From an optimization exercise on the open Yosys and OpenROAD flow, aimed at small area and a short achievable clock period; shortcuts taken in it are not production practice. In this exercise RTL edits were held to simulation tests only and were not proved equivalent to the original. Power and IR drop assume default switching activity.

Design lc8b10b_slot, start of the top module:
module lc8b10b_slot (
    input  wire         clk,
    input  wire         rst,         
    input  wire         in_valid,
    input  wire         in_entry,    
    input  wire [159:0] in_sym,
    output wire         out_valid,
    output reg  [159:0] out_sym,     
    output reg  [127:0] out_data,    
    output reg  [15:0]  out_k,       
    output reg  [15:0]  out_err      
);
  reg [159:0] r_nsym;                 
  wire [159:0] r_sym = ~r_nsym;
  reg [15:0]  r_err, r_okn, r_dfl;
  reg         r_valid;
  reg         st_n, st_p, st_t;
  assign out_valid = r_valid;
  wire [15:0]  okn, okp, gn, gp, dfl;    
  wire [127:0] byt;                 
  wire [15:0]  kk, a6, mfj, mgh;
  genvar g;
  generate
    for (g = 0; g < 16; g = g + 1) begin : sym
      lc_rx_sym rx (.w(in_sym[10*g +: 10]), .okn(okn[g]), .okp(okp[g]), .gn(gn[g]), .gp(gp[g]),
                    .dfl(dfl[g]));
      lc_tx_sym tx (.w(r_sym[10*g +: 10]), .byt(byt[8*g +: 8]), .kk(kk[g]),
                    .a6(a6[g]), .mfj(mfj[g]), .mgh(mgh[g]));
    end
  endgenerate
  reg [15:0] gn2, gp2, qn, qp, ft, qt;    
  reg [15:0] pn, pp;                      
  reg [15:0] bad;
  ...
For scale: ~210 flip-flops, about 490 I/O pins, ~19000 um2 of cells after synthesis.
clock: 175.0 ns
lec_check: 0
cap_margin: 20
core_margin: 2
core_utilization: 40
cts_buf_list: sky130_fd_sc_hd__clkbuf_4
cts_cluster_size: 20
slew_margin: 20
standard.sh (not shown) runs the stock make flow with config.mk's settings and CLKGATE_MAP_FILE= SYNTH_SCRIPT=/design/flow/synth_recipe.tcl, a recipe that flattens the netlist after the stock synthesis.
==> flow/flow/run.sh <==
#!/bin/bash
# The standard layout (standard.sh), with four changes to how it is made:
# - synthesis maps with ABC's &nf mapper (flow/abc_map.script) instead of
#   ORFS's script, through flow/synth.tcl, which is synth_recipe.tcl with only
#   the ABC script swapped;
# - no full/half-adder extraction before ABC (ADDER_MAP_FILE empty);
# - ports are buffered with sky130_fd_sc_hd__buf_1;
# - ORFS's timing repair aims for 136.3 ns of setup slack (SETUP_SLACK_MARGIN)
#   instead of 0, so it sizes the slowest paths of this design up. The clock,
#   its period and all constraints are the standard flow's own, unchanged.
# Each tool's output goes to the ORFS logs under orfs/logs; make's own output
# to flow_make.log here.
set -euo pipefail
W=$(pwd)
export FLOW_ABC_SCRIPT=$W/flow/abc_map.script
bash standard.sh "SYNTH_SCRIPT=$W/flow/synth.tcl" "ADDER_MAP_FILE=" \
  "BUFFER_PORTS_ARGS=-buffer_cell sky130_fd_sc_hd__buf_1" SETUP_SLACK_MARGIN=136.3 finish > flow_make.log 2>&1
test -s out/final.def
==> flow/flow/abc_map.script <==
strash; &get -n; &nf -R 1000; &put; topo; stime -c
==> flow/flow/synth.tcl <==
# The standard flow's synthesis script (synth_recipe.tcl) with ABC's mapping script replaced
# by the one named in FLOW_ABC_SCRIPT.
proc synth {args} { yosys synth -nofsm -noshare {*}$args }
proc abc {args} {
  set i [lsearch -exact $args -script]
  if { $i >= 0 } { lset args [expr {$i + 1}] $::env(FLOW_ABC_SCRIPT) }
  yosys abc {*}$args
}
source $::env(SCRIPTS_DIR)/synth.tcl
# left out here: clear keep_hierarchy, flatten, clean up, hide names made inside functions, write 1_2_yosys.v
The starting point went through all stages and came out clean.
Change:
--- a/flow/flow/run.sh
+++ b/flow/flow/run.sh
@@ -8 +8 @@
-# - ORFS's timing repair aims for 136.3 ns of setup slack (SETUP_SLACK_MARGIN)
+# - ORFS's timing repair aims for 136 ns of setup slack (SETUP_SLACK_MARGIN)
@@ -17 +17 @@
-  "BUFFER_PORTS_ARGS=-buffer_cell sky130_fd_sc_hd__buf_1" SETUP_SLACK_MARGIN=136.3 finish > flow_make.log 2>&1
+  "BUFFER_PORTS_ARGS=-buffer_cell sky130_fd_sc_hd__buf_1" SETUP_SLACK_MARGIN=136 finish > flow_make.log 2>&1
Effect:
- The changed run completed with no timing, DRC or antenna violations
- register-to-register slack is better by 0.02 ns
- global-route usage stays flat
- setup slack is worse by 0.32 ns
- area after synthesis is unchanged
- cell area shrinks by about 0.32%
- worst hold slack is about the same
- first-iteration DRC count is lower by 4.0%
- total power drops by about 0.37%
Change:
--- a/flow/flow/run.sh
+++ b/flow/flow/run.sh
@@ -8 +8 @@
-# - ORFS's timing repair aims for 136 ns of setup slack (SETUP_SLACK_MARGIN)
+# - ORFS's timing repair aims for 136.3 ns of setup slack (SETUP_SLACK_MARGIN)
@@ -17 +17 @@
-  "BUFFER_PORTS_ARGS=-buffer_cell sky130_fd_sc_hd__buf_1" SETUP_SLACK_MARGIN=136 finish > flow_make.log 2>&1
+  "BUFFER_PORTS_ARGS=-buffer_cell sky130_fd_sc_hd__buf_1" SETUP_SLACK_MARGIN=136.3 finish > flow_make.log 2>&1
Settings changed: PLACE_DENSITY from default to 0.85, TNS_END_PERCENT from default to 20.
Synthesized cell count does not change.
Core utilization grows by 0.14 points.
Clock-buffer cell count shrinks by 9.
Power stays flat.
Global-route usage shrinks by 1.8 points.
Die area does not change.
Final area hardly moves.
Setup slack is better by 0.25 ns.
Sequential power shrinks slightly.
Final cell count is about the same.
Synthesized area is unchanged.
Change:
--- a/flow/flow/run.sh
+++ b/flow/flow/run.sh
@@ -8 +8 @@
-# - ORFS's timing repair aims for 136.3 ns of setup slack (SETUP_SLACK_MARGIN)
+# - ORFS's timing repair aims for 136 ns of setup slack (SETUP_SLACK_MARGIN)
@@ -17 +17 @@
-  "BUFFER_PORTS_ARGS=-buffer_cell sky130_fd_sc_hd__buf_1" SETUP_SLACK_MARGIN=136.3 finish > flow_make.log 2>&1
+  "BUFFER_PORTS_ARGS=-buffer_cell sky130_fd_sc_hd__buf_1" SETUP_SLACK_MARGIN=136 finish > flow_make.log 2>&1
Settings changed: CTS_BUF_LIST sky130_fd_sc_hd__clkbuf_4 to sky130_fd_sc_hd__clkbuf_8, PLACE_DENSITY 0.85 to default, TNS_END_PERCENT 20 to default.
Effect: The new run completed with no timing, DRC or antenna violations; wire length goes up by 7.6%; area after synthesis is unchanged; sequential power goes up by about 0.8%; combinational power barely changes; total power came out higher by about 1.1%; via count is about the same; synthesized cell count stays the same.
Change:
--- a/flow/flow/run.sh
+++ b/flow/flow/run.sh
@@ -8 +8 @@
-# - ORFS's timing repair aims for 136 ns of setup slack (SETUP_SLACK_MARGIN)
+# - ORFS's timing repair aims for 136.3 ns of setup slack (SETUP_SLACK_MARGIN)
@@ -17 +17 @@
-  "BUFFER_PORTS_ARGS=-buffer_cell sky130_fd_sc_hd__buf_1" SETUP_SLACK_MARGIN=136 finish > flow_make.log 2>&1
+  "BUFFER_PORTS_ARGS=-buffer_cell sky130_fd_sc_hd__buf_1" SETUP_SLACK_MARGIN=136.3 finish > flow_make.log 2>&1
Settings changed: CTS_BUF_LIST sky130_fd_sc_hd__clkbuf_8 to sky130_fd_sc_hd__clkbuf_4, PLACE_DENSITY from default to 0.45, TNS_END_PERCENT from default to 20.
After rerunning:
- The new run ran to the end with no violations
- power drops slightly
- flip-flop and latch count stays the same
- global-route usage decreases by 0.33 points
- core utilization rises by 0.10 points
- worst setup slack is worse by 0.030 ns
- sequential power is about the same


Another version of the RTL of lc8b10b_slot (not shown whole).
For scale: about 210 flip-flops, ~490 I/O pins.
clock: 175.0 ns
lec_check: 0
cap_margin: 20
core_margin: 2
core_utilization: 40
slew_margin: 20
==> flow/flow/run.sh <==
#!/bin/bash
# The standard layout (standard.sh), with three changes to how it is made:
# - synthesis maps with ABC's &nf mapper (flow/abc_map.script) instead of
#   ORFS's script, through flow/synth.tcl, which is synth_recipe.tcl with only
#   the ABC script swapped;
# - no full/half-adder extraction before ABC (ADDER_MAP_FILE empty);
# - ports are buffered with sky130_fd_sc_hd__buf_1.
# Each tool's output goes to the ORFS logs under orfs/logs; make's own output
# to flow_make.log here.
set -euo pipefail
W=$(pwd)
export FLOW_ABC_SCRIPT=$W/flow/abc_map.script
bash standard.sh "SYNTH_SCRIPT=$W/flow/synth.tcl" "ADDER_MAP_FILE=" \
  "BUFFER_PORTS_ARGS=-buffer_cell sky130_fd_sc_hd__buf_1" finish > flow_make.log 2>&1
test -s out/final.def
Scripts as last shown in full above: flow/flow/abc_map.script, flow/flow/synth.tcl
The baseline ran to the end with no violations.
==> next run, changes <==
--- a/flow/flow/run.sh
+++ b/flow/flow/run.sh
@@ -13,3 +13,3 @@
 bash standard.sh "SYNTH_SCRIPT=$W/flow/synth.tcl" "ADDER_MAP_FILE=" \
-  "BUFFER_PORTS_ARGS=-buffer_cell sky130_fd_sc_hd__buf_1" finish > flow_make.log 2>&1
+  "BUFFER_PORTS_ARGS=-buffer_cell sky130_fd_sc_hd__buf_1" SETUP_SLACK_MARGIN=136 finish > flow_make.log 2>&1
 test -s out/final.def
Settings changed: CTS_BUF_LIST set to sky130_fd_sc_hd__clkbuf_4, CTS_CLUSTER_SIZE set to 20.
Global-route usage is higher by 0.30 points. Critical path depth is lower by 8. Power is lower by a few percent. Cell count is higher slightly. Wire length is higher slightly. Via count is higher slightly. Hold slack barely changes. Synthesized cell count does not change.
==> next run, changes <==
Settings changed: CTS_CLUSTER_SIZE 20 to 30.
After rerunning: Total power hardly moves; fmax barely changes; synthesized cell count does not change; first-iteration DRC count came out higher by 0.53%; setup slack improves by 0.0070 ns.


RTL: one of the versions met above, not the one the previous note started from.
For scale: ~2,900 cells after synthesis, about 210 flip-flops, about 19,000 um^2 of cells after synthesis.
==> flow/config.mk <==
export PLATFORM = sky130hd
export DESIGN_NAME = lc8b10b_slot
export DESIGN_NICKNAME = lc8b10b_slot
export VERILOG_FILES = /design/flow/design.v
export SDC_FILE = /design/flow/constraint.sdc
export NUM_CORES = 4
export LEC_CHECK = 0
export CAP_MARGIN = 20
export CORE_MARGIN = 2
export CORE_UTILIZATION = 40
export CTS_BUF_LIST = sky130_fd_sc_hd__clkbuf_4
export CTS_CLUSTER_SIZE = 20
export SLEW_MARGIN = 20
export TNS_END_PERCENT = 20
==> flow/constraint.sdc <==
create_clock -name core_clock -period 175.0 [get_ports {clk}]
set_input_delay 35.0000 -clock core_clock [delete_from_list [all_inputs] [get_ports {clk}]]
set_output_delay 35.0000 -clock core_clock [all_outputs]
set_load 0.01 [all_outputs]
==> flow/flow/run.sh <==
#!/bin/bash
# The standard layout (standard.sh), with four changes to how it is made:
# - synthesis maps with ABC's &nf mapper (flow/abc_map.script) instead of
#   ORFS's script, through flow/synth.tcl, which is synth_recipe.tcl with only
#   the ABC script swapped;
# - no full/half-adder extraction before ABC (ADDER_MAP_FILE empty);
# - ports are buffered with sky130_fd_sc_hd__buf_1;
# - ORFS's timing repair aims for 136.3 ns of setup slack (SETUP_SLACK_MARGIN)
#   instead of 0, so it sizes the slowest paths of this design up. The clock,
#   its period and all constraints are the standard flow's own, unchanged.
# Each tool's output goes to the ORFS logs under orfs/logs; make's own output
# to flow_make.log here.
set -euo pipefail
W=$(pwd)
export FLOW_ABC_SCRIPT=$W/flow/abc_map.script
bash standard.sh "SYNTH_SCRIPT=$W/flow/synth.tcl" "ADDER_MAP_FILE=" \
  "BUFFER_PORTS_ARGS=-buffer_cell sky130_fd_sc_hd__buf_1" SETUP_SLACK_MARGIN=136.3 finish > flow_make.log 2>&1
test -s out/final.def
Scripts as last shown in full above: flow/flow/abc_map.script, flow/flow/synth.tcl
The starting point produced a clean layout.
Edit:
--- a/flow/flow/run.sh
+++ b/flow/flow/run.sh
@@ -8 +8 @@
-# - ORFS's timing repair aims for 136.3 ns of setup slack (SETUP_SLACK_MARGIN)
+# - ORFS's timing repair aims for 136 ns of setup slack (SETUP_SLACK_MARGIN)
@@ -17 +17 @@
-  "BUFFER_PORTS_ARGS=-buffer_cell sky130_fd_sc_hd__buf_1" SETUP_SLACK_MARGIN=136.3 finish > flow_make.log 2>&1
+  "BUFFER_PORTS_ARGS=-buffer_cell sky130_fd_sc_hd__buf_1" SETUP_SLACK_MARGIN=136 finish > flow_make.log 2>&1
Settings changed: CORE_UTILIZATION 40 to 55, TNS_END_PERCENT 20 to not set.
Outcome: The changed run finished with timing, DRC and antenna clean. Sequential share of layout area increases by 0.20 points. Die area drops by about 27%. Design area falls by about 1.1%. Worst setup slack degrades by 0.084 ns. Fmax hardly moves. Cell count decreases by about 4%. Utilization increases by 17 points. Routed wire length decreases by about 8%. Sequential cell count does not change.

## static timing again, ports no longer ideal
How much do the figures lean on ideal ports? The routed layouts below were timed once more, with nothing changed but the port constraints. Step 1 sets driving cells, clkbuf_16 on the clock port and buf_2 on the other inputs (assumed; they add their load-dependent delay and slew). Step 2 adds t to the input delays and takes it off the output delays; t is the mean of the earliest and latest rising clock arrival at the registers after step 1. Input paths then give back, and output paths get back, about the clock's delay inside the block. Slacks: ideal / step 1 / step 2; pairs: ideal / step 1.
run | t (ns) | slack for setup (ns) | hold WS [ns] | worst register clock-pin slew, ns
the first run of note 1 | 0.819 | 136.549 / 136.496 / 135.794 | 0.509 / 0.509 / 0.509 | 0.08 / 0.08
the second run of note 1 | 0.841 | 136.229 / 136.177 / 135.710 | 0.511 / 0.511 / 0.511 | 0.08 / 0.08
the third run of note 1 | 0.803 | 136.475 / 136.434 / 135.878 | 0.521 / 0.521 / 0.521 | 0.09 / 0.09
the fourth run of note 1 | 0.647 | 136.404 / 136.357 / 135.789 | 0.511 / 0.511 / 0.511 | 0.07 / 0.07
the fifth run of note 1 | 0.858 | 136.374 / 136.322 / 135.970 | 0.523 / 0.523 / 0.523 | 0.08 / 0.08
the first run of note 2 | 0.606 | 135.151 / 135.183 / 134.577 | 0.513 / 0.513 / 0.513 | 0.06 / 0.06
the second run of note 2 | 0.838 | 136.377 / 136.327 / 135.598 | 0.515 / 0.515 / 0.515 | 0.09 / 0.09
the third run of note 2 | 0.817 | 136.384 / 136.352 / 135.593 | 0.511 / 0.511 / 0.511 | 0.09 / 0.09
the first run of note 3 | 0.840 | 136.363 / 136.309 / 135.705 | 0.511 / 0.511 / 0.511 | 0.08 / 0.08
the second run of note 3 | 0.764 | 136.279 / 136.228 / 135.703 | 0.527 / 0.527 / 0.527 | 0.08 / 0.08
After both steps setup and hold are still met in every run listed. The setup slack of the third run of note 2, which loses most, moves by -0.032 ns with the drivers and by -0.791 ns with both steps.
